What follows belongs to an exercise in optimizing a design on an open flow for small area and a short achievable clock period; a production flow would make more cautious choices. Only simulation tests tie the RTL to the original design; equivalence was not proved. Power figures rest on the tool's default switching activity, not on a simulated workload.

--- design/flow/design.v ---
module cic5_add20 (
    input  wire [19:0] a,
    input  wire [19:0] b,
    input  wire        ci,
    output wire [19:0] s,
    output wire        co
);
    function [20:0] bk_mask(input integer k);
        integer i, d;
        begin
            bk_mask = 21'd0;
            d = (k < 5) ? (1 << k) : (1 << (7 - k));
            for (i = 0; i < 21; i = i + 1)
                if (k < 5 ? (((i + 1) % (2 * d)) == 0 && i >= d)
                          : (((i + 1) % (2 * d)) == d && i >= 3 * d - 1))
                    bk_mask[i] = 1'b1;
        end
    endfunction
    localparam [20:0] M0 = bk_mask(0), M1 = bk_mask(1), M2 = bk_mask(2), M3 = bk_mask(3),
                      M4 = bk_mask(4), M5 = bk_mask(5), M6 = bk_mask(6), M7 = bk_mask(7);
    reg [20:0] g, p;
    always @(*) begin
        g = {a & b, ci};
        p = {a ^ b, 1'b0};
        g = g | (p & (g << 1)  & M0);  p = p & ((p << 1)  | ~M0);
        g = g | (p & (g << 2)  & M1);  p = p & ((p << 2)  | ~M1);
        g = g | (p & (g << 4)  & M2);  p = p & ((p << 4)  | ~M2);
        g = g | (p & (g << 8)  & M3);  p = p & ((p << 8)  | ~M3);
        g = g | (p & (g << 16) & M4);  p = p & ((p << 16) | ~M4);
        g = g | (p & (g << 4)  & M5);  p = p & ((p << 4)  | ~M5);
        g = g | (p & (g << 2)  & M6);  p = p & ((p << 2)  | ~M6);
        g = g | (p & (g << 1)  & M7);
    end
    assign s  = a ^ b ^ g[19:0];
    assign co = g[20];
endmodule
module cic5_lane (
    input  wire        clk,
    input  wire        start_r,       
    input  wire [19:0] x,             
    input  wire [19:0] vr,            
    input  wire [3:0]  xe1,           
    input  wire [3:0]  xe2,           
    input  wire [3:0]  xn0,           
    input  wire [3:0]  xn1,           
    input  wire [3:0]  xn2,           
    input  wire [4:0]  clr,           
    input  wire [3:0]  dk,            
    input  wire [3:0]  sel,           
    input  wire [3:0]  cact,          
    input  wire [3:0]  cfirst,        
    input  wire [3:0]  cmask,         
    input  wire [4:0]  rot,           
    input  wire [19:0] we_lo,         
    input  wire [3:0]  we_hi,         
    input  wire        we_half,       
    input  wire [19:0] st_en,         
    input  wire        st_first,      
    output reg  [23:0] out
);
    reg  [3:1] sg;
    reg  [3:1] xs0, xs1, xs2;
    wire [3:1] sg_n = {sg[2:1], x[19]};
    always @(posedge clk) begin
        sg  <= sg_n;
        xs0 <= xn0[3:1] & sg_n;
        xs1 <= xn1[3:1] & sg_n;
        xs2 <= xn2[3:1] & sg_n;
    end
    reg  [19:0] ig [0:19];            
    reg  [19:0] cy;                   
    genvar s, c;
    generate
        for (s = 0; s < 5; s = s + 1) begin : g_st
            for (c = 0; c < 4; c = c + 1) begin : g_ch
                wire [19:0] b;
                if (s == 0 && c == 0) begin : g_b00
                    assign b = {20{vr[0]}} & x;
                end else if (s == 0) begin : g_b0
                    assign b = {20{xs0[c]}};
                end else if (s <= 2 && c == 0) begin : g_bx0
                    assign b = ({20{vr[4*s]}} & ig[4*(s-1)]) |
                               ({20{(s == 1) ? xe1[0] : xe2[0]}} & x);
                end else if (s <= 2) begin : g_bx
                    assign b = ({20{vr[4*s+c]}} & ig[4*(s-1)+c]) |
                               {20{(s == 1) ? xs1[c] : xs2[c]}};
                end else begin : g_bn
                    assign b = {20{vr[4*s+c]}} & ig[4*(s-1)+c];
                end
                wire [19:0] a  = (s == 4) ? (dk[c] ? 20'd0 : ig[4*s+c]) : ig[4*s+c];
                wire        ci = (c == 0) ? 1'b0 : cy[4*s+c];
                wire [19:0] sum;
                wire        co;
                cic5_add20 u_add (.a(a), .b(b), .ci(ci), .s(sum), .co(co));
                always @(posedge clk) begin
                    if (s < 4)
                        ig[4*s+c] <= clr[s] ? 20'd0 : sum;
                    else
                        ig[4*s+c] <= sum;
                end
                if (c < 3) begin : g_cy
                    always @(posedge clk)
                        cy[4*s+c+1] <= co & ~start_r;
                end
            end
        end
    endgenerate
    wire [19:0] c0 = ({20{sel[0]}} & ig[16]) | ({20{sel[1]}} & ig[17]) |
                     ({20{sel[2]}} & ig[18]) | ({20{sel[3]}} & ig[19]);
    reg  [79:0] ring [0:3];           
    reg  [19:0] cr [1:4];             
    reg  [3:0]  bw;                   
    genvar k;
    generate
        for (k = 0; k < 4; k = k + 1) begin : g_cb
            wire [19:0] cin = (k == 0) ? c0 : cr[k];
            wire [19:0] op  = cmask[k] ? 20'd0 : ring[k][19:0];
            wire        bi  = cfirst[k] ? 1'b0 : bw[k];
            wire [19:0] d;
            wire        co;
            cic5_add20 u_sub (.a(cin), .b(~op), .ci(~bi), .s(d), .co(co));
            always @(posedge clk) begin
                cr[k+1] <= d;
                bw[k]   <= ~co;
                if (cact[k])
                    ring[k] <= {cin, ring[k][79:20]};
            end
        end
    endgenerate
    wire [39:0] rr = {cr[4], cr[4]} >> rot;
    wire [19:0] r  = rr[19:0];
    reg [23:0] win;
    reg        half;
    reg        sticky;
    integer o;
    always @(posedge clk) begin
        for (o = 0; o < 20; o = o + 1)
            if (we_lo[o]) win[o] <= r[o];
        for (o = 0; o < 4; o = o + 1)
            if (we_hi[o]) win[20+o] <= r[o];
        if (we_half) half <= r[19];
        sticky <= (sticky & ~st_first) | (|(r & st_en));
        out <= win + {23'd0, half & (sticky | win[0])};
    end
endmodule
module cic5 (
    input  wire        clk,
    input  wire        rst,           
    input  wire        start,         
    input  wire [2:0]  cfg_order,     
    input  wire [12:0] cfg_ratio,     
    input  wire        in_valid,
    input  wire [19:0] in_i,          
    input  wire [19:0] in_q,
    output reg         out_valid,
    output wire [23:0] out_i,         
    output wire [23:0] out_q
);
    reg  [2:0]  order;
    reg  [12:0] ratio;
    reg         start_r;
    reg  [4:0]  clr_d;                
    reg         e0, e1, e2;           
    reg  [3:0]  km;                   
    always @(posedge clk) begin
        start_r <= start & ~rst;
        clr_d   <= {clr_d[3:0], start_r};
        if (start) begin
            order <= cfg_order;
            ratio <= cfg_ratio;
        end
        e0 <= (order == 3'd5);
        e1 <= (order == 3'd4);
        e2 <= (order == 3'd3);
        km <= {order != 3'd5, order == 3'd3, 2'b00};
    end
    reg [3:0] lg;
    integer b;
    always @(*) begin
        lg = 4'd0;
        for (b = 0; b < 13; b = b + 1)
            if (ratio[b]) lg = b[3:0];
    end
    reg [3:0]  lg_r;
    reg [12:0] mn_r;
    reg [2:0]  t_r;
    reg [5:0]  sh_r;                  
    reg [1:0]  q_r;                   
    reg [4:0]  s_r;                   
    reg [2:0]  t_n;
    always @(*) begin
        t_n = {2'd0, mn_r != 13'h1000};
        case (order)
            3'd3:    t_n = t_n + (mn_r >= 13'd5161) + (mn_r >= 13'd6502);
            3'd4:    t_n = t_n + (mn_r >= 13'd4871) + (mn_r >= 13'd5793) + (mn_r >= 13'd6889);
            default: t_n = t_n + (mn_r >= 13'd4706) + (mn_r >= 13'd5405) + (mn_r >= 13'd6209)
                               + (mn_r >= 13'd7132);
        endcase
    end
    wire [5:0] ke = (order == 3'd3) ? {1'b0, lg_r, 1'b0} + {2'd0, lg_r} :
                    (order == 3'd4) ? {lg_r, 2'b0} :
                                      {lg_r, 2'b0} + {2'd0, lg_r};
    always @(posedge clk) begin
        lg_r <= lg;
        mn_r <= ratio << (4'd12 - lg_r);
        t_r  <= t_n;
        sh_r <= ke + {3'd0, t_r} - 6'd4;
        if (sh_r >= 6'd40) begin
            q_r <= 2'd2;
            s_r <= sh_r[4:0] - 5'd8;          
        end else if (sh_r >= 6'd20) begin
            q_r <= 2'd1;
            s_r <= sh_r[4:0] - 5'd20;         
        end else begin
            q_r <= 2'd0;
            s_r <= sh_r[4:0];
        end
    end
    reg         xv;
    reg  [19:0] xi, xq;
    always @(posedge clk) begin
        xv <= in_valid & ~rst;
        xi <= in_i;
        xq <= in_q;
    end
    wire clr = rst | start_r;
    reg  [12:0] phase;
    reg         first;
    wire [12:0] phase_n = phase + 13'd1;
    wire        xd = (phase_n == ratio);
    always @(posedge clk) begin
        if (start_r) begin
            phase <= 13'd0;
            first <= 1'b1;
        end else if (xv) begin
            phase <= xd ? 13'd0 : phase_n;
            first <= xd;
        end
    end
    reg  [19:0] vr;
    reg  [3:0]  xe1, xe2;
    wire [19:0] vn;
    wire [2:0]  ent = {e2, e1, e0};
    wire        iv  = in_valid & ~rst;
    genvar s, c;
    generate
        for (s = 0; s < 5; s = s + 1) begin : g_vs
            for (c = 0; c < 4; c = c + 1) begin : g_vc
                wire prev_s = (s == 0) ? 1'b0 : vr[4*(s-1)+c];
                wire here   = (c == 0) ? iv : vr[4*s+c-1];
                if (s <= 2) begin : g_e
                    assign vn[4*s+c] = prev_s | (ent[s] & here);
                end else begin : g_n
                    assign vn[4*s+c] = prev_s;
                end
            end
        end
    endgenerate
    wire [19:0] vg  = clr ? 20'd0 : vn;
    wire [3:0]  xn0 = vg[3:0];
    wire [3:0]  xn1 = vg[7:4]  & {4{e1}};
    wire [3:0]  xn2 = vg[11:8] & {4{e2}};
    always @(posedge clk) begin
        vr  <= vg;
        xe1 <= xn1;
        xe2 <= xn2;
    end
    reg  [7:1] pf;
    reg  [4:1] pd;
    wire [7:0] lf;
    wire [4:0] ld;
    assign lf[0] = e0 & xv & first;
    assign lf[1] = pf[1] | (e1 & xv & first);
    assign lf[2] = pf[2] | (e2 & xv & first);
    assign lf[7:3] = pf[7:3];
    assign ld[0] = e0 & xv & xd;
    assign ld[1] = pd[1] | (e1 & xv & xd);
    assign ld[2] = pd[2] | (e2 & xv & xd);
    assign ld[4:3] = pd[4:3];
    reg [14:5] gl;
    reg [3:0]  cact;
    always @(posedge clk) begin
        if (clr) begin
            pf   <= 7'd0;
            pd   <= 4'd0;
            gl   <= 10'd0;
        end else begin
            pf   <= lf[6:0];
            pd   <= ld[3:0];
            gl   <= {gl[13:5], ld[4]};
        end
        if (clr_d[3])
            pf[7:4] <= 4'b1111;
    end
    wire [3:0] dk = pf[7:4];
    reg [3:0] cmask;
    genvar k;
    generate
        for (k = 0; k < 4; k = k + 1) begin : g_k
            always @(posedge clk) begin
                if (start_r)
                    cmask[k] <= 1'b1;
                else if (gl[8+k] && !km[k])
                    cmask[k] <= 1'b0;
            end
            if (k == 0) begin : g_a0
                always @(posedge clk)
                    cact[k] <= !clr && (ld[4] | gl[5] | gl[6] | gl[7]);
            end else begin : g_an
                always @(posedge clk)
                    cact[k] <= !clr && (gl[4+k] | gl[5+k] | gl[6+k] | gl[7+k]);
            end
        end
    endgenerate
    wire am2 = (gl[9]  & (q_r == 2'd2));
    wire am1 = (gl[9]  & (q_r == 2'd1)) | (gl[10] & (q_r == 2'd2));
    wire a0  = (gl[9]  & (q_r == 2'd0)) | (gl[10] & (q_r == 2'd1)) | (gl[11] & (q_r == 2'd2));
    wire a1  = (gl[10] & (q_r == 2'd0)) | (gl[11] & (q_r == 2'd1)) | (gl[12] & (q_r == 2'd2));
    wire a2  = (gl[11] & (q_r == 2'd0)) | (gl[12] & (q_r == 2'd1));
    wire le0  = am2 | am1 | a0;
    wire lem1 = am2 | am1;
    wire [19:0] wrap;                 
    wire [19:0] we_lo, st_en;
    wire [3:0]  we_hi;
    genvar i;
    generate
        for (i = 0; i < 20; i = i + 1) begin : g_w
            assign wrap[i]  = ({1'b0, s_r} + i) >= 20;
            assign we_lo[i] = wrap[i] ? a1 : a0;
            if (i < 19) begin : g_s
                assign st_en[i] = wrap[i] ? le0 : lem1;
            end else begin : g_s19
                assign st_en[i] = wrap[i] ? lem1 : am2;
            end
        end
        for (i = 0; i < 4; i = i + 1) begin : g_h
            assign we_hi[i] = wrap[i] ? a2 : a1;
        end
    endgenerate
    wire we_half = wrap[19] ? a0 : am1;
    always @(posedge clk) begin
        if (rst) out_valid <= 1'b0;
        else     out_valid <= gl[13];
    end
    wire [3:0] sel = gl[8:5];
    wire [3:0] cfirst = gl[8:5];
    cic5_lane u_i (
        .clk(clk), .start_r(start_r), .x(xi), .vr(vr), .xe1(xe1), .xe2(xe2),
        .xn0(xn0), .xn1(xn1), .xn2(xn2), .clr(clr_d), .dk(dk),
        .sel(sel), .cact(cact), .cfirst(cfirst), .cmask(cmask), .rot(s_r),
        .we_lo(we_lo), .we_hi(we_hi), .we_half(we_half), .st_en(st_en),
        .st_first(gl[9]), .out(out_i)
    );
    cic5_lane u_q (
        .clk(clk), .start_r(start_r), .x(xq), .vr(vr), .xe1(xe1), .xe2(xe2),
        .xn0(xn0), .xn1(xn1), .xn2(xn2), .clr(clr_d), .dk(dk),
        .sel(sel), .cact(cact), .cfirst(cfirst), .cmask(cmask), .rot(s_r),
        .we_lo(we_lo), .we_hi(we_hi), .we_half(we_half), .st_en(st_en),
        .st_first(gl[9]), .out(out_q)
    );
endmodule
--- design/flow/flow/run.sh ---
#!/bin/bash
# The standard layout, with plain buffers (instead of the default delay
# buffers) on the input and output ports.
set -euo pipefail
export BUFFER_PORTS_ARGS="-buffer_cell sky130_fd_sc_hd__buf_2"
bash standard.sh > standard.log 2>&1
--- design/flow/standard.sh ---
#!/bin/bash
# synth_recipe.tcl (not shown) runs the flow's synth.tcl, then flattens the netlist and writes it again
# the make line also repeats each setting of config.mk as NAME=value (left out here)
make -C /OpenROAD-flow-scripts/flow DESIGN_CONFIG=/design/flow/config.mk WORK_HOME=/design/flow/orfs CLKGATE_MAP_FILE= SYNTH_SCRIPT=/design/flow/synth_recipe.tcl "${@:-finish}"
--- design/flow/config.mk ---
export PLATFORM = sky130hd
export DESIGN_NAME = cic5
export DESIGN_NICKNAME = cic5
export VERILOG_FILES = /design/flow/design.v
export SDC_FILE = /design/flow/constraint.sdc
export NUM_CORES = 4
export LEC_CHECK = 0
export CAP_MARGIN = 60
export CORE_MARGIN = 2
export CORE_UTILIZATION = 30
export CTS_CLUSTER_DIAMETER = 120
export CTS_CLUSTER_SIZE = 28
export PLACE_DENSITY = 0.45
export SLEW_MARGIN = 70
--- design/flow/constraint.sdc ---
create_clock -name core_clock -period 15.0 [get_ports {clk}]
set_input_delay 3.0000 -clock core_clock [delete_from_list [all_inputs] [get_ports {clk}]]
set_output_delay 3.0000 -clock core_clock [all_outputs]
set_load 0.01 [all_outputs]
==> impl_metrics.yaml, run 1 <==
synthesis:
  ys_seq_area_share_pct: 44.28
  synth_compound_area_share_pct: 11.32
  synth_xor_area_share_pct: 4.441
  synth-adder-area-share_pct: 21.07
  synth-async-reset-ratio_pct: 0
  synth_warnings: 6
  netlist_instances: 9324
  synth-main-ff-cell: "dfxtp_1"
  syn_nets: 10810
  synth_edf_count: 706
  ys_seq_elements: 1924
  synth_area_per_cell_sq_um: 11.04
  synth_simple_gate_area_share_pct: 13.99
  synth_area_sq_um: 102900
  synth_cell_type_count: 84
  synth_top_family_by_area: "adder cells"
  synthMuxAreaShare_pct: 1.604
routing:
  wl_met2_microns: 116500
  wl_met1_microns: 117700
  via_per_inst: 4.703
  met3_length_microns: 6089
  antenna_left: 0
  wl_microns: 248400
  routed.top_layer: "met4"
  vias: 65750
  drt_iter0_markers: 3420
  drc_errors: 0
  wl_per_cell_microns: 17.77
  drtPass1Iterations: 8
floorplanning:
  die-height_microns: 589.8
  ioPinCount: 109
  num_rows: 215
  die_w_microns: 589.8
  dieArea_sq_um: 347900
  start_util_pct: 30.09
  core_sq_um: 342200
critical_path:
  cp.buffers_inverters: 1
  critPathCaptureType: "primary output"
  path_cells: "buf_2"
  critical_path_class: "reg -> out"
  critPathArrivalTime_ns: 1.32
  cp_slowest_cell: "dfxtp_1"
  critPathTopFamily: "flip-flops"
  cp_slowest_stage_delay_ns: 0.36
  required_ns: 12.00
  start_kind: "register"
  crit_fanout: 1
finish:
  drive_gt1_share_pct: 7.283
  final_nets: 10830
  final_area_sq_um: 114000
  synthToLayoutAreaGrowth_pct: 10.71
placement:
  io_buffers: 108
  placed_cell_area_sq_um: 110500
  dp_hpwl_microns: 191200
  gp_congestion: 0.8676
pwr:
  pwr-share-seq_pct: 54.0
  irDropWorstVdd_mv: 0.08823
  cellLeakagePower_nw: 50.95
  swShare_pct: 29.31
  power_density_nw_per_um2: 93.36
  pwr-share-comb_pct: 15.8
  power_mw: 10.64
  p_int_mw: 7.523
  switchingPower_mw: 3.119
  pwr-share-clk_pct: 30.2
clock_tree:
  post_cts_resized: 0
  cts_setup_buffers: 0
  numCtsBuffers: 94
  hold_buffers: 0
  clkTransAtPathRegs_ns: 0.11
  cts_buffer_depth: 4
  cts_num_sinks: 1924
  htree_levels: 3
  cts_tree: "built"
  clock_latency_ns: 0.90
  clock_tree.root_cell: "clkbuf_16"
sta:
  fin_crit_sh_pct: 28.80
  fin_setup_tns_ns: 0
  layout_min_cycle_time_ns: 4.320
  rsz0062_at_grt: "no"
  worst_pin_slew_ns: 0.4503
  relSlewSlack_pct: 69.12
  skew_ns: 0.09143
  drv_slew: 0
  fmax_ghz: 0.2315
  finalSetupViolations: 0
  finalHoldViolations: 0
global_routing:
  grt_start_max_net_pins: 58
  grtUsageTotal_pct: 14.24
  grt_pass1_vias: 68130
  antenna_found_initial: 8
  grt_pass1_wl_microns: 395100
  grt_overflow: 0
job:
  drv_cap: 0
min_path:
  hold_path.class: "reg -> reg"
run_status:
  status: "complete, no violations"
==> area by class of cell <==
class / instances / area, sq um
fill: 34290 / 228200
timing repair buffer: 261 / 2521
antenna: 3 / 7.507
multi-input combinational: 6520 / 54900
clock inverter: 40 / 525.5
sequential: 1924 / 45690
clock buffer: 129 / 2589
inverter: 545 / 2052
tap: 4557 / 5702
==> flip-flops by register name, indices dropped and copies added (netlist names), 9 cells and up <==
register,count
u_i.ig,400
u_q.ig,400
u_i.ring,320
u_q.ring,320
u_i.cr,80
u_q.cr,80
u_i.out,24
u_i.win,24
u_q.out,24
u_q.win,24
vr,20
xi,20
xq,20
u_i.cy,15
u_q.cy,15
mn_r,13
phase,13
ratio,13
gl,9
==> worst paths after layout <==
| check | depth (start not counted) | end | slack, ns | startpoint |
|---|---|---|---|---|
| worst max-delay path | 1 | out_q[0] | 10.68 | u_q.out[0] |
| worst min-delay path | 0 | s_r[0] | 0.36 | sh_r[0] |
| worst min register to register | 0 | s_r[0] | 0.36 | sh_r[0] |
| worst max register to register | 14 | u_i.cr[1][18] | 10.94 | gl[1] |
==> cells in the mapped netlist, drive strengths merged, types with 168 or more instances <==
library cell  number  area share, %
a21o             421            3.1
nor2             719            2.6
fa               515             10
nand2            394            1.4
clkbuf           284            1.0
o21ai            211            1.0
xnor2            354            3.0
a21oi            320            1.6
xor2             168            1.4
edfxtp           706             21
nor2b            526            3.2
dfxtp           1218             24
nand2b           258            1.6
and2             385            2.3
inv              544            2.0
ha               910             11
==> power by group through the flow <==
stage / sequential, mW / clock (mW) / combinational, mW
floorplan: 5.80 / 0 / 1.05
global placement: 5.88 / 0 / 1.49
detailed placement: 5.88 / 0 / 1.63
CTS: 5.76 / 3.39 / 1.64
global route: 5.78 / 3.55 / 1.82
finish: 5.75 / 3.21 / 1.68
==> logic make-up after synthesis <==
kind of cell             Yosys count
AND/OR/NAND/NOR                 2776
flip-flops                      1924
AO/OA/AOI/OAI                   1670
adder cells (fa/ha/maj)         1425
buffers and inverters            880
XOR/XNOR                         522
multiplexers                     127
==> cells in the final DEF, fill, tap and decap left out, drive strengths merged, types with 211 or more instances in the layout <==
| master | count |
|---|---|
| edfxtp | 706 |
| nor2 | 719 |
| buf | 248 |
| nor2b | 526 |
| a21o | 421 |
| dfxtp | 1218 |
| inv | 562 |
| nand2b | 258 |
| and2 | 385 |
| a21oi | 320 |
| xnor2 | 354 |
| ha | 910 |
| nand2 | 394 |
| fa | 515 |
| o21ai | 211 |
==> metal layers <==
metal	vias to the layer above	GRT usage [%]
met5	-	0
met2	820	24.09
met4	0	4.558
met1	32210	19.26
met3	291	1.116
li1	32430	-
==> through the flow <==
stage | hold WS (ns) | worst slack (ns) | instances | utilization [%]
3_5_place_dp | 0.3533 | 10.48 | 13800 | 32.29
6_report | 0.3585 | 10.68 | 13980 | 33.31
2_1_floorplan | 0.3290 | 10.69 | 9324 | -
4_1_cts | 0.3623 | 10.58 | 13970 | 33.20
5_1_grt | 0.3686 | 10.60 | 13980 | 33.31
3_3_place_gp | 0.3549 | 10.32 | 13740 | 31.72
==> inputs of run 2 (changes only) <==
--- a/design/flow/config.mk
+++ b/design/flow/config.mk
@@ -9,6 +9,6 @@
 export CORE_MARGIN = 2
 export CORE_UTILIZATION = 30
 export CTS_CLUSTER_DIAMETER = 120
-export CTS_CLUSTER_SIZE = 28
+export CTS_CLUSTER_SIZE = 22
 export PLACE_DENSITY = 0.45
 export SLEW_MARGIN = 70
==> impl_metrics.yaml, run 2 <==
placement:
  io_buffers: 108
  dp_hpwl_microns: 191200
  place_ws_ns: 10.48
  gp_congestion: 0.8676
critical_path:
  cp.buffers_inverters: 1
  start_kind: "register"
  rr_startpoint: "gl[1]"
  cp_slowest_stage_delay_ns: 0.34
  critPathCaptureType: "primary output"
  cp_slowest_cell: "dfxtp_1"
  path_cells: "buf_2"
  required_ns: 12.00
  critPathLaunch: "u_q.out[0]"
  critPathTopFamily: "flip-flops"
  r2r_cells: 14
  critPathArrivalTime_ns: 1.35
  r2r_slack_ns: 11.01
  rr_endpoint: "u_i.cr[1][18]"
  crit_fanout: 1
  critical_path_class: "reg -> out"
sta:
  skew_ns: 0.07744
  rsz0062_at_grt: "no"
  drv_slew: 0
  fin_crit_sh_pct: 28.99
  fin_setup_tns_ns: 0
  worst_pin_slew_ns: 0.4934
  finalSetupViolations: 0
  layout_min_cycle_time_ns: 4.349
  fin_ws_ns: 10.65
  relSlewSlack_pct: 67.11
  fmax_ghz: 0.2299
  finalHoldViolations: 0
finish:
  drive_gt1_share_pct: 7.259
  final_nets: 10840
  layout_common_cells: "1,178 x dfxtp_1, 907 x ha_1, 713 x nor2_1, 706 x edfxtp_1, 540 x inv_1"
  final_common_cell: "dfxtp_1"
  fill_cells: 34280
  reg_top3: "u_i.ig x400, u_q.ig x400"
  multi_input_area_sq_um: 54900
  synthToLayoutAreaGrowth_pct: 10.86
  final-seq-area_sq_um: 45690
  final_util_pct: 33.35
clock_tree:
  cts_tree: "built"
  cts_buffer_depth: 4
  cts_num_sinks: 1924
  post_cts_resized: 0
  clkTransAtPathRegs_ns: 0.09
  clock_tree.root_cell: "clkbuf_16"
  htree_levels: 3
  numCtsBuffers: 108
  hold_buffers: 0
  clock_latency_ns: 0.90
  cts_setup_buffers: 0
global_routing:
  grt_overflow: 0
  antenna_found_initial: 7
  grt_start_max_net_pins: 58
  grt_pass1_wl_microns: 396200
  grtUsageTotal_pct: 14.28
  grt_pass1_vias: 68240
pwr:
  swShare_pct: 29.03
  cellLeakagePower_nw: 51.04
  pwr-share-clk_pct: 30.8
  switchingPower_mw: 3.118
  p_int_mw: 7.623
  irDropWorstVdd_mv: 0.1036
  pwr-share-comb_pct: 15.6
  power_density_nw_per_um2: 94.11
  power_mw: 10.74
  pwr-share-seq_pct: 53.5
floorplanning:
  core_sq_um: 342200
  die_w_microns: 589.8
  ioPinCount: 109
  die-height_microns: 589.8
  start_util_pct: 30.09
  num_rows: 215
  dieArea_sq_um: 347900
synthesis:
  synth_area_sq_um: 102900
  synth-async-reset-ratio_pct: 0
  synth_warnings: 6
  ys_seq_elements: 1924
  synthTopCellsByCount: "1,218 x dfxtp_1, 910 x ha_1, 719 x nor2_1, 706 x edfxtp_1, 542 x inv_1"
  synth_top_cell_by_area: "dfxtp_1"
  synth-main-ff-cell: "dfxtp_1"
  syn_nets: 10810
  yosys.area.top_type_share_pct: 23.68
  synth_area_per_cell_sq_um: 11.04
  synth_cell_type_count: 84
  synthMostInstantiatedCell: "dfxtp_1"
  netlist_instances: 9324
  synth.area.top_cells: "dfxtp_1 24%, edfxtp_1 21%, ha_1 11%"
  synth_edf_count: 706
  ys_seq_area_share_pct: 44.28
min_path:
  holdCritStartpoint: "sh_r[0]"
  whs_path_depth: 0
  hold_path.class: "reg -> reg"
  min_to: "s_r[0]"
run_status:
  status: "complete, no violations"
routing:
  antenna_left: 0
  wl_microns: 249000
  drtPass1Iterations: 5
  drc_errors: 0
  vias: 65770
  drt_iter0_markers: 3124
  via_per_inst: 4.699
  wl_per_cell_microns: 17.79
job:
  drv_cap: 0
## run 2: cell count changes in the layout (fill, tap and decap cells not counted), moves of 3 or more
cell / delta
clkinvlp_4: -4
inv_8: -5
clkinv_2: +4
clkbuf_8: +5
clkbuf_1: +18
inv_12: -3
clkinv_8: -4
clkbuf_16: +10
## run 2: how the worst max path moves through the flow
stage,endpoint,cells past startpoint
2_1_floorplan,u_i.ring[0][0],0
3_3_place_gp,cact[3],4
3_5_place_dp,cact[3],4
4_1_cts,out_valid,1
5_1_grt,out_i[0],1
6_report,out_q[0],1
## run 2: final cells by class
class	count	share of cell area [%]
multi-input combinational	6520	48.10
sequential	1924	40.03
antenna	4	0.008771
clock buffer	163	2.614
timing repair buffer	260	2.192
clock inverter	24	0.2587
tap	4557	4.996
inverter	545	1.798
## run 2: cell families (layout without fill, tap and decap cells)
kind of cell	after synthesis	count (layout)	synth area share (%)
AOI/OAI and AO/OA	1670	1670	11.32
xor gates and xnor gates	522	522	4.441
adders and majority gates	1425	1425	21.07
buffers and inverters	880	992	3.284
DFF	1924	1924	44.28
muxes	127	127	1.604
other	0	4	0
and+or+nand+nor	2776	2776	13.99
## run 2: metal layers
layer	vias to the layer above	GRT usage, %	share of wire, %
li1	32460	-	-
met1	32220	19.27	48
met2	770	23.96	46
met3	318	1.388	2.3
met4	0	4.700	3.6
met5	-	0	0
## run 2: through the flow
stage / hold WS [ns] / cell area (sq um) / instances
5_1_grt: 0.3871 / 114100 / 13990
4_1_cts: 0.3751 / 113800 / 13990
6_report: 0.3700 / 114100 / 14000
2_1_floorplan: 0.3290 / 103000 / 9324
3_3_place_gp: 0.3549 / 108500 / 13740
3_5_place_dp: 0.3533 / 110500 / 13800
## run 2: power groups by stage
stage	clock network [mW]	registers, mW	logic, mW
after global placement	0	5.88	1.49
final	3.31	5.75	1.68
after global routing	3.65	5.78	1.82
after detailed placement	0	5.88	1.63
after CTS	3.50	5.76	1.64
after floorplan	0	5.80	1.05
==> inputs of run 3 (changes only) <==
--- a/design/flow/config.mk
+++ b/design/flow/config.mk
@@ -7,8 +7,8 @@
 export LEC_CHECK = 0
 export CAP_MARGIN = 60
 export CORE_MARGIN = 2
-export CORE_UTILIZATION = 30
+export CORE_UTILIZATION = 65
 export CTS_CLUSTER_DIAMETER = 120
-export CTS_CLUSTER_SIZE = 22
-export PLACE_DENSITY = 0.45
+export CTS_CLUSTER_SIZE = 25
+export PLACE_DENSITY = 0.75
 export SLEW_MARGIN = 70
==> impl_metrics.yaml, run 3 <==
clock_tree:
  clock_tree.root_cell: "clkbuf_16"
  post_cts_resized: 0
  hold_buffers: 0
  cts_setup_buffers: 0
  htree_levels: 3
  cts_tree: "built"
  cts_num_sinks: 1924
  clock_latency_ns: 0.76
  cts_buffer_depth: 3
  clkTransAtPathRegs_ns: 0.10
  numCtsBuffers: 87
pwr:
  pwr-share-comb_pct: 16.3
  power_density_nw_per_um2: 92.54
  pwr-share-seq_pct: 56.3
  p_int_mw: 7.310
  power_mw: 10.19
  pwr-share-clk_pct: 27.4
  cellLeakagePower_nw: 50.53
  swShare_pct: 28.24
  switchingPower_mw: 2.878
  irDropWorstVdd_mv: 0.1279
synthesis:
  synth-main-ff-cell: "dfxtp_1"
  synth_edf_count: 706
  synth-async-reset-ratio_pct: 0
  synth_cell_type_count: 84
  synth_top_cell_by_area: "dfxtp_1"
  netlist_instances: 9324
  ys_seq_area_share_pct: 44.28
  synth_area_sq_um: 102900
  synthTopCellsByCount: "1,218 x dfxtp_1, 910 x ha_1, 719 x nor2_1, 706 x edfxtp_1, 542 x inv_1"
  syn_nets: 10810
  ys_seq_elements: 1924
  synth.area.top_cells: "dfxtp_1 24%, edfxtp_1 21%, ha_1 11%"
  synth_area_per_cell_sq_um: 11.04
  synth_warnings: 6
  synthMostInstantiatedCell: "dfxtp_1"
  yosys.area.top_type_share_pct: 23.68
global_routing:
  grt_pass1_wl_microns: 357800
  antenna_found_initial: 2
  grtUsageTotal_pct: 27.38
  grt_pass1_vias: 67440
  grt_start_max_net_pins: 71
  grt_overflow: 0
critical_path:
  path_cells: "buf_6 -> a22oi_1 -> nand2_1 -> fa_1 -> a21o_1 -> a22o_1 -> nand2b_1 -> a41o_1 -> a2111oi_0 -> nor3_1 -> a41oi_1 -> nand2b_1 -> fa_1 -> xor2_1"
  start_kind: "register"
  rr_endpoint: "u_i.cr[1][18]"
  cp.buffers_inverters: 1
  required_ns: 15.65
  crit_fanout: 37
  cp_slowest_stage_delay_ns: 0.45
  critPathArrivalTime_ns: 5.08
  rr_startpoint: "gl[3]"
  cp_slowest_cell: "fa_1"
  r2r_cells: 14
  critical_path_class: "reg -> reg"
  critPathCaptureType: "register"
  critPathTopFamily: "compound AO/OA/AOI/OAI gates"
  r2r_slack_ns: 10.57
sta:
  finalSetupViolations: 0
  skew_ns: 0.03627
  relSlewSlack_pct: 69.63
  fin_setup_tns_ns: 0
  fmax_ghz: 0.2258
  drv_slew: 0
  finalHoldViolations: 0
  fin_crit_sh_pct: 29.52
  layout_min_cycle_time_ns: 4.428
  worst_pin_slew_ns: 0.4429
  rsz0062_at_grt: "no"
  fin_ws_ns: 10.57
finish:
  final_nets: 10800
  finalNonFillerCells: 11440
  drive_gt1_share_pct: 6.630
  reg_top3: "u_i.ig x400, u_q.ig x400"
  final_common_cell: "dfxtp_1"
  final_util_pct: 69.75
  synthToLayoutAreaGrowth_pct: 6.937
  fill_cells: 11530
  layout_common_cells: "1,173 x dfxtp_1, 908 x ha_1, 712 x nor2_1, 706 x edfxtp_1, 541 x inv_1"
floorplanning:
  die_w_microns: 402.0
  num_rows: 146
  core_sq_um: 157800
  die-height_microns: 402.0
  dieArea_sq_um: 161600
  ioPinCount: 109
  start_util_pct: 65.23
routing:
  antenna_left: 0
  wl_per_cell_microns: 19.34
  vias: 66800
  wl_microns: 221200
  drtPass1Iterations: 6
  drc_errors: 0
  via_per_inst: 5.839
  drt_iter0_markers: 4064
min_path:
  holdCritStartpoint: "sh_r[1]"
  hold_path.class: "reg -> reg"
  whs_path_depth: 0
  min_to: "s_r[1]"
run_status:
  status: "complete, no violations"
placement:
  placedCellCount: 11280
  gp_congestion: 0.9777
  place_ws_ns: 10.40
  dp_hpwl_microns: 170000
  io_buffers: 108
job:
  drv_cap: 0
-- run 3: cells by family (layout without fill, tap and decap cells) --
family	Yosys count	count (layout)	share of synthesized area, %
and+or+nand+nor	2776	2776	13.99
adders and majority gates	1425	1425	21.07
muxes	127	127	1.604
other	0	1	0
DFF	1924	1924	44.28
AOI/OAI and AO/OA	1670	1670	11.32
buffers and inverters	880	922	3.284
xor gates and xnor gates	522	522	4.441
-- run 3: worst reg2reg max path: stages, from the launching register on --
cell and delay, ns:
dfxtp_1 0.43, buf_6 0.28, a22oi_1 0.44, nand2_1 0.21, fa_1 0.46, a21o_1 0.20, a22o_1 0.20, nand2b_1 0.20
a41o_1 0.28, a2111oi_0 0.39, nor3_1 0.15, a41oi_1 0.36, nand2b_1 0.14, fa_1 0.45, xor2_1 0.16
-- run 3: area by class of cell --
class | count | area [sq um] | area share [%]
flip-flops and latches | 1924 | 45700 | 41.51
well taps | 2072 | 2592 | 2.355
clock buffers | 134 | 2375 | 2.157
repair buffers | 234 | 2282 | 2.073
diodes | 1 | 2.502 | 0.002273
inverters | 545 | 2051 | 1.863
multi-input cells | 6520 | 54890 | 49.85
clock inverters | 9 | 203.9 | 0.1853
-- run 3: layer usage --
metal | part of all wire [%] | GRT usage, %
met1 | 45 | 36.82
met2 | 49 | 46.79
met3 | 3.3 | 2.547
met4 | 3.3 | 9.115
met5 | 0 | 0
-- run 3: through the flow --
stage,area (sq um),hold WS [ns]
floorplan,103000,0.3290
global placement,105300,0.3727
detailed placement,107000,0.3638
CTS,109600,0.3679
global route,110100,0.3701
finish,110100,0.3649
-- run 3: worst max-delay path by stage --
stage / startpoint / endpoint / slack [ns] / depth (start not counted)
floorplan: cact[0] / u_i.ring[0][0] / 10.69 / 0
global placement: rst / cact[3] / 10.39 / 5
detailed placement: rst / cact[3] / 10.40 / 5
CTS: vr[0] / u_i.ig[0][19] / 10.67 / 13
global route: gl[2] / u_q.cr[1][18] / 10.46 / 15
finish: gl[3] / u_i.cr[1][18] / 10.57 / 14
-- run 3: power by group through the flow --
| stage | Clock, mW | Sequential (mW) | Combinational, mW |
|---|---|---|---|
| 3_3_place_gp | 0 | 5.87 | 1.42 |
| 2_1_floorplan | 0 | 5.80 | 1.05 |
| 4_1_cts | 2.86 | 5.74 | 1.60 |
| 5_1_grt | 3.03 | 5.76 | 1.78 |
| 6_report | 2.79 | 5.74 | 1.66 |
| 3_5_place_dp | 0 | 5.86 | 1.60 |
==> inputs of run 4 (changes only) <==
==> design/flow/config.mk (replaced) <==
export PLATFORM = sky130hd
export DESIGN_NAME = cic5
export DESIGN_NICKNAME = cic5
export VERILOG_FILES = /design/flow/design.v
export SDC_FILE = /design/flow/constraint.sdc
export NUM_CORES = 4
export LEC_CHECK = 0
export ABC_AREA = 1
export CAP_MARGIN = 60
export CORE_MARGIN = 2
export CORE_UTILIZATION = 50
export CTS_CLUSTER_DIAMETER = 120
export CTS_CLUSTER_SIZE = 25
export PLACE_DENSITY = 0.62
export SLEW_MARGIN = 70
==> impl_metrics.yaml, run 4 <==
critical_path:
  critPathCaptureType: "primary output"
  critPathArrivalTime_ns: 1.52
  cp_slowest_stage_delay_ns: 0.52
  crit_fanout: 1
  cp_slowest_cell: "dfxtp_2"
  worst-path-stages: 1
  path_cells: "buf_2"
  cp.buffers_inverters: 1
  start_kind: "register"
  r2r_cells: 16
  critPathTopFamily: "flip-flops"
  rr_startpoint: "gl[1]"
  required_ns: 12.00
  rr_endpoint: "u_i.cr[1][18]"
  r2r_slack_ns: 11.22
  critical_path_class: "reg -> out"
clock_tree:
  cts_num_sinks: 1924
  clkTransAtPathRegs_ns: 0.10
  cts_tree: "built"
  clock_latency_ns: 0.78
  numCtsBuffers: 87
  cts_buffer_depth: 3
  post_cts_resized: 0
  hold_buffers: 0
  htree_levels: 3
  cts_setup_buffers: 0
  clock_tree.root_cell: "clkbuf_16"
routing:
  antenna_left: 0
  wl_microns: 236800
  via_per_inst: 5.165
  drc_errors: 0
  vias: 70830
  wl_per_cell_microns: 17.27
  drtPass1Iterations: 6
  drt_iter0_markers: 4777
synthesis:
  synthTopCellsByCount: "2,133 x nand2_1, 1,658 x inv_1, 1,218 x dfxtp_1, 1,078 x nor2_1, 910 x ha_1"
  synth-async-reset-ratio_pct: 0
  synth_edf_count: 706
  netlist_instances: 10970
  synth_cell_type_count: 62
  synth_top_cell_by_area: "dfxtp_1"
  synth_area_sq_um: 102000
  synth-main-ff-cell: "dfxtp_1"
  ys_seq_elements: 1924
  syn_nets: 12460
  ys_seq_area_share_pct: 44.67
  synth_area_per_cell_sq_um: 9.302
  synth.area.top_cells: "dfxtp_1 24%, edfxtp_1 21%, ha_1 11%"
  synth_warnings: 6
  synthMostInstantiatedCell: "nand2_1"
  yosys.area.top_type_share_pct: 23.89
min_path:
  hold_path.class: "reg -> reg"
  holdCritStartpoint: "u_i.sg[1]"
  min_to: "u_i.sg[2]"
  whs_path_depth: 0
pwr:
  power_density_nw_per_um2: 96.53
  cellLeakagePower_nw: 52.38
  irDropWorstVdd_mv: 0.08843
floorplanning:
  start_util_pct: 50.39
  die_w_microns: 455.8
  core_sq_um: 202500
  dieArea_sq_um: 207700
  num_rows: 165
  ioPinCount: 109
  die-height_microns: 455.8
sta:
  drv_slew: 0
  layout_min_cycle_time_ns: 4.523
  skew_ns: 0.05112
  rsz0062_at_grt: "no"
  fin_setup_tns_ns: 0
  finalHoldViolations: 0
  worst_pin_slew_ns: 0.4606
  fin_crit_sh_pct: 30.15
  finalSetupViolations: 0
  fmax_ghz: 0.2211
  relSlewSlack_pct: 68.97
global_routing:
  grt_start_max_net_pins: 66
  grt_pass1_vias: 71920
  antenna_found_initial: 21
  grt_overflow: 0
  grtUsageTotal_pct: 22.91
  grt_pass1_wl_microns: 381600
finish:
  synthToLayoutAreaGrowth_pct: 7.012
  final_nets: 12460
  fill_cells: 18270
  final_util_pct: 53.92
  multi_input_area_sq_um: 49250
  final-seq-area_sq_um: 45650
  reg_top3: "u_i.ig x400, u_q.ig x400"
  layout_common_cells: "2,132 x nand2_1, 1,637 x inv_1, 1,189 x dfxtp_1, 1,075 x nor2_1, 909 x ha_1"
  final_common_cell: "nand2_1"
  drive_gt1_share_pct: 4.452
placement:
  gp_congestion: 0.9257
  io_buffers: 108
  dp_hpwl_microns: 184400
run_status:
  status: "complete, no violations"
job:
  drv_cap: 0
-- run 4: through the flow --
step	power, mW	std cells	instance area, sq um	setup WS [ns]	hold slack, ns
finish	10.54	13720	109200	10.48	0.3917
detailed placement	7.796	13560	106400	10.34	0.3732
global placement	7.743	13520	105300	9.724	0.3652
CTS	10.63	13700	109000	10.32	0.3870
floorplan	7.124	10970	102000	10.69	0.3290
global route	11.05	13710	109200	10.40	0.3935
-- run 4: how the worst max path moves through the flow --
stage	from	endpoint	slack (ns)
after floorplan	cact[0]	u_i.ring[0][0]	10.69
after global placement	rst	u_q.xs2[2]	9.72
after detailed placement	rst	u_q.xs2[2]	10.34
after CTS	out_valid	out_valid	10.32
after global routing	out_valid	out_valid	10.40
final	out_valid	out_valid	10.48
-- run 4: metal layers --
metal / global-route usage [%] / routed length, microns / up-vias
met5: 0 / 0 / -
met4: 7.421 / 8299 / 0
met3: 2.020 / 8397 / 313
met2: 39.84 / 115200 / 1190
met1: 30.14 / 104900 / 34200
li1: - / - / 35130
-- run 4: cell type report --
cell class / count / share of cell area, %
antenna: 14 / 0.03208
clock inverter: 9 / 0.1478
sequential: 1924 / 41.81
tap: 2672 / 3.061
timing repair buffer: 211 / 1.909
inverter: 1672 / 5.769
clock buffer: 132 / 2.177
multi-input combinational: 7081 / 45.10
-- run 4: kinds of logic after synthesis --
| family | synth area share (%) |
|---|---|
| simple gates | 16.06 |
| buf+inv | 7.358 |
| flops | 44.67 |
| fa+ha+maj | 21.26 |
| compound gates | 6.400 |
| xor+xnor | 4.230 |
| mux | 0.01962 |
-- run 4: power by group --
part / internal, mW / switching [mW]
clock network: 1.12 / 1.71
registers: 5.59 / 0.140
logic: 0.578 / 1.40
==> inputs of run 5 (changes only) <==
--- a/design/flow/config.mk
+++ b/design/flow/config.mk
@@ -5,7 +5,6 @@
 export SDC_FILE = /design/flow/constraint.sdc
 export NUM_CORES = 4
 export LEC_CHECK = 0
-export ABC_AREA = 1
 export CAP_MARGIN = 60
 export CORE_MARGIN = 2
 export CORE_UTILIZATION = 50
==> impl_metrics.yaml, run 5 <==
pwr:
  p_int_mw: 7.283
  cellLeakagePower_nw: 50.50
  pwr-share-clk_pct: 27.5
  switchingPower_mw: 2.901
  pwr-share-comb_pct: 16.0
  power_density_nw_per_um2: 91.97
  pwr-share-seq_pct: 56.5
  irDropWorstVdd_mv: 0.09069
  swShare_pct: 28.48
  power_mw: 10.18
synthesis:
  synth_cell_type_count: 84
  synthMostInstantiatedCell: "dfxtp_1"
  syn_nets: 10810
  synth_top_cell_by_area: "dfxtp_1"
  synth_area_sq_um: 102900
  ys_seq_elements: 1924
  synth.area.top_cells: "dfxtp_1 24%, edfxtp_1 21%, ha_1 11%"
  synth-async-reset-ratio_pct: 0
  synth-main-ff-cell: "dfxtp_1"
  yosys.area.top_type_share_pct: 23.68
  netlist_instances: 9324
  synthTopCellsByCount: "1,218 x dfxtp_1, 910 x ha_1, 719 x nor2_1, 706 x edfxtp_1, 542 x inv_1"
  synth_area_per_cell_sq_um: 11.04
  synth_edf_count: 706
  synth_warnings: 6
  ys_seq_area_share_pct: 44.28
sta:
  fmax_ghz: 0.2344
  rsz0062_at_grt: "no"
  worst_pin_slew_ns: 0.4980
  layout_min_cycle_time_ns: 4.266
  relSlewSlack_pct: 66.80
  finalHoldViolations: 0
  fin_crit_sh_pct: 28.44
  skew_ns: 0.03510
  fin_setup_tns_ns: 0
  fin_ws_ns: 10.73
  drv_slew: 0
  finalSetupViolations: 0
critical_path:
  path_cells: "buf_2"
  critical_path_class: "reg -> out"
  rr_startpoint: "gl[2]"
  r2r_cells: 14
  required_ns: 12.00
  critPathArrivalTime_ns: 1.27
  cp_slowest_stage_delay_ns: 0.37
  critPathLaunch: "u_i.out[0]"
  rr_endpoint: "u_q.cr[1][19]"
  critPathTopFamily: "flip-flops"
  r2r_slack_ns: 10.90
  crit_fanout: 1
  critPathCaptureType: "primary output"
  cp_slowest_cell: "dfxtp_1"
  cp.buffers_inverters: 1
  start_kind: "register"
run_status:
  status: "complete, no violations"
finish:
  layout_common_cells: "1,174 x dfxtp_1, 908 x ha_1, 714 x nor2_1, 706 x edfxtp_1, 541 x inv_1"
  fill_cells: 17540
  synthToLayoutAreaGrowth_pct: 7.552
  final_common_cell: "dfxtp_1"
  drive_gt1_share_pct: 6.694
  final_nets: 10800
  reg_top3: "u_i.ig x400, u_q.ig x400"
floorplanning:
  dieArea_sq_um: 209500
  start_util_pct: 50.32
  die_w_microns: 457.8
  core_sq_um: 204600
  ioPinCount: 109
  num_rows: 166
  die-height_microns: 457.8
global_routing:
  grt_start_max_net_pins: 63
  antenna_found_initial: 6
  grt_overflow: 0
  grtUsageTotal_pct: 21.70
  grt_pass1_wl_microns: 365900
  grt_pass1_vias: 66830
clock_tree:
  clock_latency_ns: 0.78
  htree_levels: 3
  numCtsBuffers: 87
  cts_num_sinks: 1924
  cts_buffer_depth: 3
  hold_buffers: 0
  clock_tree.root_cell: "clkbuf_16"
  cts_setup_buffers: 0
  post_cts_resized: 0
  cts_tree: "built"
  clkTransAtPathRegs_ns: 0.11
routing:
  wl_microns: 226700
  via_per_inst: 5.469
  drt_iter0_markers: 3813
  vias: 65940
  drtPass1Iterations: 5
  wl_per_cell_microns: 18.80
  antenna_left: 0
  drc_errors: 0
min_path:
  whs_path_depth: 0
  holdCritStartpoint: "sh_r[1]"
  hold_path.class: "reg -> reg"
  min_to: "s_r[1]"
job:
  drv_cap: 0
placement:
  io_buffers: 108
  dp_hpwl_microns: 175100
  place_ws_ns: 10.53
  gp_congestion: 0.8920
run 5: changes by cell type in the layout (fill, tap and decap cells not counted), sizes merged, moves of 69 or more:
cell / change
a21oi: -205
nor2b: +526
a21o: +344
nor3: +69
a22oi: +105
nand2b: +258
nor2: -374
inv: -1122
nand3: -479
and2: +356
a22o: +95
nand2: -1765
run 5: worst max path at each step:
stage / end / cells past startpoint
floorplan: u_i.ring[0][0] / 0
global placement: u_q.cr[1][18] / 13
detailed placement: cact[3] / 5
CTS: out_i[0] / 1
global route: u_q.cr[1][18] / 17
finish: out_i[0] / 1
run 5: power by group through the flow:
| stage | sequential (mW) | combinational, mW | clock, mW |
|---|---|---|---|
| 4_1_cts | 5.76 | 1.58 | 2.92 |
| 2_1_floorplan | 5.80 | 1.05 | 0 |
| 3_3_place_gp | 5.88 | 1.45 | 0 |
| 6_report | 5.75 | 1.63 | 2.80 |
| 3_5_place_dp | 5.88 | 1.58 | 0 |
| 5_1_grt | 5.78 | 1.76 | 3.09 |
run 5: layout make-up:
cell class / instances / area, sq um / area share (%)
Tap cell: 2688 / 3363 / 3.037
Clock inverter: 10 / 215.2 / 0.1944
Antenna cell: 3 / 7.507 / 0.006780
Clock buffer: 131 / 2346 / 2.119
Multi-Input combinational cell: 6520 / 54850 / 49.54
Sequential cell: 1924 / 45700 / 41.28
Inverter: 545 / 2052 / 1.853
Timing Repair Buffer: 236 / 2183 / 1.972
run 5: kinds of logic (layout without fill, tap and decap cells):
logic type | count (synthesis) | in the layout | share of synthesized area [%]
simple gates | 2776 | 2776 | 13.99
flops | 1924 | 1924 | 44.28
compound gates | 1670 | 1670 | 11.32
fa+ha+maj | 1425 | 1425 | 21.07
buf+inv | 880 | 922 | 3.284
xor+xnor | 522 | 522 | 4.441
mux | 127 | 127 | 1.604
other cells | 0 | 3 | 0
run 5: per-stage QoR:
stage	utilization, %	std cells	hold WS, ns	area, sq um
final	54.12	12060	0.4038	110700
after global placement	51.88	11860	0.3905	106100
after detailed placement	52.69	11910	0.3792	107800
after global routing	54.12	12060	0.4080	110700
after floorplan	-	9324	0.3290	103000
after CTS	53.94	12050	0.4009	110400
run 5: routing by layer:
layer	vias up	track usage (%)	share of wire (%)	wire (microns)
met5	-	0	0.012	28
met4	4	6.296	3.0	6906
met3	283	1.917	2.5	5743
met2	821	36.72	48	108300
met1	32530	29.70	47	105700
li1	32300	-	-	-
==> inputs of run 6 (changes only) <==
==> design/flow/config.mk (replaced) <==
export PLATFORM = sky130hd
export DESIGN_NAME = cic5
export DESIGN_NICKNAME = cic5
export VERILOG_FILES = /design/flow/design.v
export SDC_FILE = /design/flow/constraint.sdc
export NUM_CORES = 4
export LEC_CHECK = 0
export CAP_MARGIN = 40
export CORE_MARGIN = 2
export CORE_UTILIZATION = 50
export CTS_CLUSTER_DIAMETER = 120
export CTS_CLUSTER_SIZE = 25
export PLACE_DENSITY = 0.62
export SLEW_MARGIN = 45
==> impl_metrics.yaml, run 6 <==
run_status:
  status: "complete, no violations"
sta:
  drv_slew: 0
  finalSetupViolations: 0
  fin_crit_sh_pct: 29.41
  worst_pin_slew_ns: 0.9328
  rsz0062_at_grt: "no"
  layout_min_cycle_time_ns: 4.411
  fin_setup_tns_ns: 0
  finalHoldViolations: 0
  skew_ns: 0.04904
  relSlewSlack_pct: 37.81
  fmax_ghz: 0.2267
synthesis:
  synth_xor_area_share_pct: 4.441
  synthTopCellsByCount: "1,218 x dfxtp_1, 910 x ha_1, 719 x nor2_1, 706 x edfxtp_1, 542 x inv_1"
  synth_compound_area_share_pct: 11.32
  synth_edf_count: 706
  synthMostInstantiatedCell: "dfxtp_1"
  synth-adder-area-share_pct: 21.07
  synth_warnings: 6
  yosys.area.top_type_share_pct: 23.68
  synth_area_sq_um: 102900
  synth_cell_type_count: 84
  syn_nets: 10810
  netlist_instances: 9324
  synth.area.top_cells: "dfxtp_1 24%, edfxtp_1 21%, ha_1 11%"
  synthMuxAreaShare_pct: 1.604
  synth_simple_gate_area_share_pct: 13.99
  ys_seq_elements: 1924
  ys_seq_area_share_pct: 44.28
  synth-main-ff-cell: "dfxtp_1"
  synth_area_per_cell_sq_um: 11.04
  synth_top_family_by_area: "adder cells"
  synth-async-reset-ratio_pct: 0
  synth_top_cell_by_area: "dfxtp_1"
floorplanning:
  die_w_microns: 457.8
  num_rows: 166
  start_util_pct: 50.32
  core_sq_um: 204600
  ioPinCount: 109
  dieArea_sq_um: 209500
  die-height_microns: 457.8
clock_tree:
  cts_tree: "built"
  cts_num_sinks: 1924
  hold_buffers: 0
  cts_buffer_depth: 3
  cts_setup_buffers: 0
  htree_levels: 3
  clkTransAtPathRegs_ns: 0.11
  clock_tree.root_cell: "clkbuf_16"
  numCtsBuffers: 87
  post_cts_resized: 0
  clock_latency_ns: 0.78
routing:
  drtPass1Iterations: 7
  antenna_left: 0
  vias: 65600
  drc_errors: 0
  drt_iter0_markers: 3853
  via_per_inst: 5.461
  wl_microns: 225500
  wl_per_cell_microns: 18.77
finish:
  synthToLayoutAreaGrowth_pct: 5.902
  drive_gt1_share_pct: 4.848
  final_nets: 10750
  finalNonFillerCells: 12010
  reg_top3: "u_i.ig x400, u_q.ig x400"
  final_common_cell: "dfxtp_1"
  layout_common_cells: "1,189 x dfxtp_1, 909 x ha_1, 718 x nor2_1, 706 x edfxtp_1, 542 x inv_1"
global_routing:
  grt_start_max_net_pins: 153
  grt_pass1_wl_microns: 363600
  grt_overflow: 0
  grt_pass1_vias: 66350
  antenna_found_initial: 3
  grtUsageTotal_pct: 21.58
critical_path:
  cp.buffers_inverters: 2
  crit_fanout: 27
  critPathArrivalTime_ns: 5.05
  path_cells: "buf_4 -> a22oi_1 -> nand2_1 -> ha_1 -> a21o_1 -> a21o_1 -> a21o_1 -> a21o_1 -> a211oi_1 -> o21ai_0 -> a21boi_0 -> inv_1 -> fa_1 -> xor2_1"
  cp_slowest_stage_delay_ns: 0.57
  critical_path_class: "reg -> reg"
  cp_slowest_cell: "a22oi_1"
  critPathTopFamily: "compound AO/OA/AOI/OAI gates"
  start_kind: "register"
  cp_common_cell: "a21o_1"
  required_ns: 15.64
  critPathCaptureType: "register"
job:
  drv_cap: 0
placement:
  io_buffers: 108
  gp_congestion: 0.8920
  placedCellCount: 11860
  dp_hpwl_microns: 172300
pwr:
  power_density_nw_per_um2: 92.26
  cellLeakagePower_nw: 49.86
  irDropWorstVdd_mv: 0.09095
  power_mw: 10.06
min_path:
  hold_path.class: "reg -> reg"
-- run 6: cell count changes in the layout (fill, tap and decap cells not counted), moves of 13 or more --
cell     change
buf_4       +31
o41ai_1     +20
o41ai_2     -18
buf_8       -17
dfxtp_4     -16
buf_6       -15
dfxtp_1     +15
mux2i_1     +15
mux2i_2     -15
o21ai_0     +15
a22oi_1     +13
a22oi_2     -13
-- run 6: stage by stage --
stage	hold slack (ns)	setup WS (ns)	area (sq um)	utilization [%]
floorplan	0.3290	10.69	103000	-
global placement	0.3905	10.20	106100	51.88
detailed placement	0.3618	10.45	106400	51.99
CTS	0.3851	10.50	108900	53.25
global route	0.3904	10.32	109000	53.29
finish	0.3839	10.59	109000	53.29
-- run 6: layout make-up --
| type | count | area [sq um] |
|---|---|---|
| fill | 17660 | 95560 |
| multi-input combinational | 6520 | 54080 |
| sequential | 1924 | 45650 |
| tap | 2688 | 3363 |
| clock buffer | 135 | 2367 |
| inverter | 545 | 2046 |
| timing repair buffer | 189 | 1308 |
| clock inverter | 10 | 216.5 |
| antenna | 1 | 2.502 |
-- run 6: path summary, 6_finish.rpt --
path	cells after the start	slack, ns	from	end
worst max-delay path	14	10.59	gl[2]	u_q.cr[1][18]
worst min register to register	0	0.38	sh_r[1]	s_r[1]
worst min-delay path	0	0.38	sh_r[1]	s_r[1]
worst max register to register	14	10.59	gl[2]	u_q.cr[1][18]
-- run 6: where the power goes --
part / internal (mW) / switching, mW / leakage (nW)
clock network: 1.12 / 1.69 / 1.22
registers: 5.58 / 0.189 / 16.2
logic: 0.516 / 0.967 / 32.4
-- run 6: worst register-to-register path, stage by stage, from the launching register on --
cell and delay, ns:
dfxtp_2 0.48, buf_4 0.30, a22oi_1 0.57, nand2_1 0.18, ha_1 0.35, a21o_1 0.18, a21o_1 0.17, a21o_1 0.19
a21o_1 0.18, a211oi_1 0.43, o21ai_0 0.26, a21boi_0 0.29, inv_1 0.10, fa_1 0.44, xor2_1 0.16
-- run 6: logic make-up (layout without fill, tap and decap cells) --
kind of cell / after synthesis / after routing
XOR/XNOR: 522 / 522
multiplexers: 127 / 127
other: 0 / 1
adder cells (fa/ha/maj): 1425 / 1425
AO/OA/AOI/OAI: 1670 / 1670
buffers and inverters: 880 / 879
flip-flops: 1924 / 1924
AND/OR/NAND/NOR: 2776 / 2776
-- run 6: per-layer routing --
metal | global-route usage (%) | part of all wire, %
met1 | 29.57 | 47
met2 | 36.61 | 48
met3 | 1.819 | 2.8
met4 | 6.083 | 2.6
met5 | 0 | 0.0058
==> inputs of run 7 (changes only) <==
==> design/flow/config.mk (replaced) <==
export PLATFORM = sky130hd
export DESIGN_NAME = cic5
export DESIGN_NICKNAME = cic5
export VERILOG_FILES = /design/flow/design.v
export SDC_FILE = /design/flow/constraint.sdc
export NUM_CORES = 4
export LEC_CHECK = 0
export ABC_AREA = 1
export CAP_MARGIN = 50
export CORE_MARGIN = 2
export CORE_UTILIZATION = 50
export CTS_CLUSTER_DIAMETER = 120
export CTS_CLUSTER_SIZE = 25
export PLACE_DENSITY = 0.62
export SLEW_MARGIN = 55
==> impl_metrics.yaml, run 7 <==
run_status:
  status: "complete, no violations"
sta:
  finalHoldViolations: 0
  fmax_ghz: 0.2205
  skew_ns: 0.03199
  rsz0062_at_grt: "no"
  drv_slew: 0
  fin_setup_tns_ns: 0
  worst_pin_slew_ns: 0.7318
  fin_crit_sh_pct: 30.24
  fin_ws_ns: 10.46
  finalSetupViolations: 0
  relSlewSlack_pct: 51.22
  layout_min_cycle_time_ns: 4.536
synthesis:
  synth_top_cell_by_area: "dfxtp_1"
  synth_edf_count: 706
  synthMostInstantiatedCell: "nand2_1"
  ys_seq_area_share_pct: 44.67
  synth_cell_type_count: 62
  synth-main-ff-cell: "dfxtp_1"
  netlist_instances: 10970
  synth_area_sq_um: 102000
  synthTopCellsByCount: "2,133 x nand2_1, 1,658 x inv_1, 1,218 x dfxtp_1, 1,078 x nor2_1, 910 x ha_1"
  syn_nets: 12460
  synth-async-reset-ratio_pct: 0
  ys_seq_elements: 1924
  yosys.area.top_type_share_pct: 23.89
  synth_warnings: 6
  synth_area_per_cell_sq_um: 9.302
  synth.area.top_cells: "dfxtp_1 24%, edfxtp_1 21%, ha_1 11%"
clock_tree:
  cts_buffer_depth: 3
  cts_setup_buffers: 0
  htree_levels: 3
  clkTransAtPathRegs_ns: 0.11
  cts_tree: "built"
  numCtsBuffers: 88
  post_cts_resized: 0
  hold_buffers: 0
  cts_num_sinks: 1924
  clock_tree.root_cell: "clkbuf_16"
  clock_latency_ns: 0.79
placement:
  io_buffers: 108
  placed_cell_area_sq_um: 105500
  place_ws_ns: 10.14
  placedCellCount: 13530
  gp_congestion: 0.9257
  dp_hpwl_microns: 182900
critical_path:
  worst-path-stages: 1
  r2r_cells: 15
  crit_path_end: "out_valid"
  critPathCaptureType: "primary output"
  rr_startpoint: "gl[1]"
  cp.buffers_inverters: 1
  path_cells: "buf_2"
  cp_slowest_stage_delay_ns: 0.53
  r2r_slack_ns: 11.01
  critPathLaunch: "out_valid"
  required_ns: 12.00
  cp_slowest_cell: "dfxtp_2"
  crit_fanout: 1
  critPathArrivalTime_ns: 1.54
  start_kind: "register"
  critical_path_class: "reg -> out"
  critPathTopFamily: "flip-flops"
  rr_endpoint: "u_q.cr[1][18]"
global_routing:
  grtUsageTotal_pct: 22.82
  grt_pass1_vias: 71720
  antenna_found_initial: 20
  grt_start_max_net_pins: 89
  grt_overflow: 0
  grt_pass1_wl_microns: 380000
finish:
  final_common_cell: "nand2_1"
  reg_top3: "u_i.ig x400, u_q.ig x400"
  final_nets: 12440
  synthToLayoutAreaGrowth_pct: 6.084
  layout_common_cells: "2,133 x nand2_1, 1,655 x inv_1, 1,198 x dfxtp_1, 1,076 x nor2_1, 910 x ha_1"
  drive_gt1_share_pct: 3.660
  final_area_sq_um: 108300
  fill_cells: 18410
  finalNonFillerCells: 13690
routing:
  antenna_left: 0
  via_per_inst: 5.162
  wl_per_cell_microns: 17.23
  vias: 70690
  drtPass1Iterations: 6
  drc_errors: 0
  wl_microns: 235900
  drt_iter0_markers: 4760
floorplanning:
  start_util_pct: 50.39
  dieArea_sq_um: 207700
  num_rows: 165
  ioPinCount: 109
  die-height_microns: 455.8
  core_sq_um: 202500
  die_w_microns: 455.8
pwr:
  irDropWorstVdd_mv: 0.09533
  power_density_nw_per_um2: 97.20
  cellLeakagePower_nw: 52.11
job:
  drv_cap: 0
min_path:
  hold_path.class: "reg -> reg"
[run 7: cell types whose count changed in the layout (fill, tap and decap cells not counted), moves of 75 or more]
cell      delta
a21o_1     -344
a21oi_1    +194
a22o_1      -95
a22oi_1    -105
and2_1     -356
inv_1     +1113
nand2_1   +1739
nand2b_1   -258
nand3_1    +474
nor2_1     +358
nor2b_1    -525
nor3_1      -75
[run 7: stage by stage]
stage	utilization [%]	hold slack, ns	power (mW)
after floorplan	-	0.3290	7.124
after global placement	51.97	0.3652	7.743
after detailed placement	52.11	0.3699	7.759
after CTS	53.37	0.3874	10.61
after global routing	53.45	0.3937	11.04
final	53.45	0.3848	10.52
[run 7: area by class of cell]
class	instances	area, sq um	area share (%)
multi-input combinational	7081	49000	45.26
antenna	11	27.53	0.02543
clock inverter	12	186.4	0.1722
inverter	1672	6284	5.804
tap	2672	3343	3.088
clock buffer	133	2371	2.190
sequential	1924	45630	42.15
timing repair buffer	188	1413	1.305
[run 7: cells by family (layout without fill, tap and decap cells)]
group                    after synthesis  after routing  share of synthesized area (%)
adder cells (fa/ha/maj)             1425           1425                          21.26
buffers and inverters               1965           2005                          7.358
AO/OA/AOI/OAI                       1146           1146                          6.400
AND/OR/NAND/NOR                     4016           4016                          16.06
other                                  0             11                              0
XOR/XNOR                             492            492                          4.230
flip-flops                          1924           1924                          44.67
multiplexers                           2              2                        0.01962
[run 7: worst min path at each step]
stage,start,endpoint,slack (ns),cells past startpoint
2_1_floorplan,clr_d[0],clr_d[1],0.33,0
3_3_place_gp,u_i.sg[1],u_i.sg[2],0.37,0
3_5_place_dp,u_i.sg[1],u_i.sg[2],0.37,0
4_1_cts,u_i.sg[1],u_i.sg[2],0.39,0
5_1_grt,u_i.sg[1],u_i.sg[2],0.39,0
6_report,u_i.sg[1],u_i.sg[2],0.38,0
[run 7: power by group]
part,leakage (nW),internal (mW),total (mW),switching (mW)
registers,16.2,5.59,5.73,0.142
logic,34.7,0.555,1.94,1.38
clock network,1.23,1.13,2.85,1.73
total,52.1,7.27,10.5,3.25
[run 7: routing by layer]
| layer | wire length (microns) | vias up | global-route usage, % |
|---|---|---|---|
| li1 | - | 35080 | - |
| met1 | 105000 | 34180 | 29.85 |
| met2 | 115700 | 1132 | 40.08 |
| met3 | 8130 | 302 | 2.220 |
| met4 | 7129 | 0 | 6.579 |
| met5 | 0 | - | 0 |

[afterwards: timing with drivers on the ports]
How much do the figures lean on ideal ports? The routed layouts below were timed once more, with nothing changed but the port constraints.
Step 1, drivers: a clkbuf_16 drives clk and a buf_2 each remaining input, both assumed.
Step 2 adds t to the input delays and takes it off the output delays; t is the mean of the earliest and latest rising clock arrival at the registers after step 1. Input paths then give back, and output paths get back, about the clock's delay inside the block.
Slacks: ideal ports / drivers / drivers and shift; pairs: ideal ports / drivers.
run | shift t [ns] | setup slack, ns | worst hold slack (ns) | latest minus earliest clock arrival (ns)
run 1 | 0.947 | 10.680 / 10.587 / 10.460 | 0.358 / 0.358 / 0.358 | 0.099 / 0.099
run 2 | 0.961 | 10.651 / 10.554 / 10.514 | 0.370 / 0.370 / 0.370 | 0.084 / 0.083
run 3 | 0.832 | 10.572 / 10.572 / 10.326 | 0.365 / 0.365 / 0.365 | 0.042 / 0.043
run 4 | 0.846 | 10.477 / 10.387 / 10.342 | 0.392 / 0.392 / 0.392 | 0.063 / 0.064
run 5 | 0.851 | 10.734 / 10.647 / 10.543 | 0.404 / 0.404 / 0.404 | 0.040 / 0.039
run 6 | 0.842 | 10.589 / 10.589 / 10.469 | 0.384 / 0.384 / 0.384 | 0.057 / 0.056
run 7 | 0.858 | 10.464 / 10.377 / 10.113 | 0.385 / 0.385 / 0.385 | 0.042 / 0.042
After both steps every run listed still meets setup and hold. For run 7, which loses most, drivers alone change the setup slack by -0.087 ns; drivers and shift together by -0.351 ns.
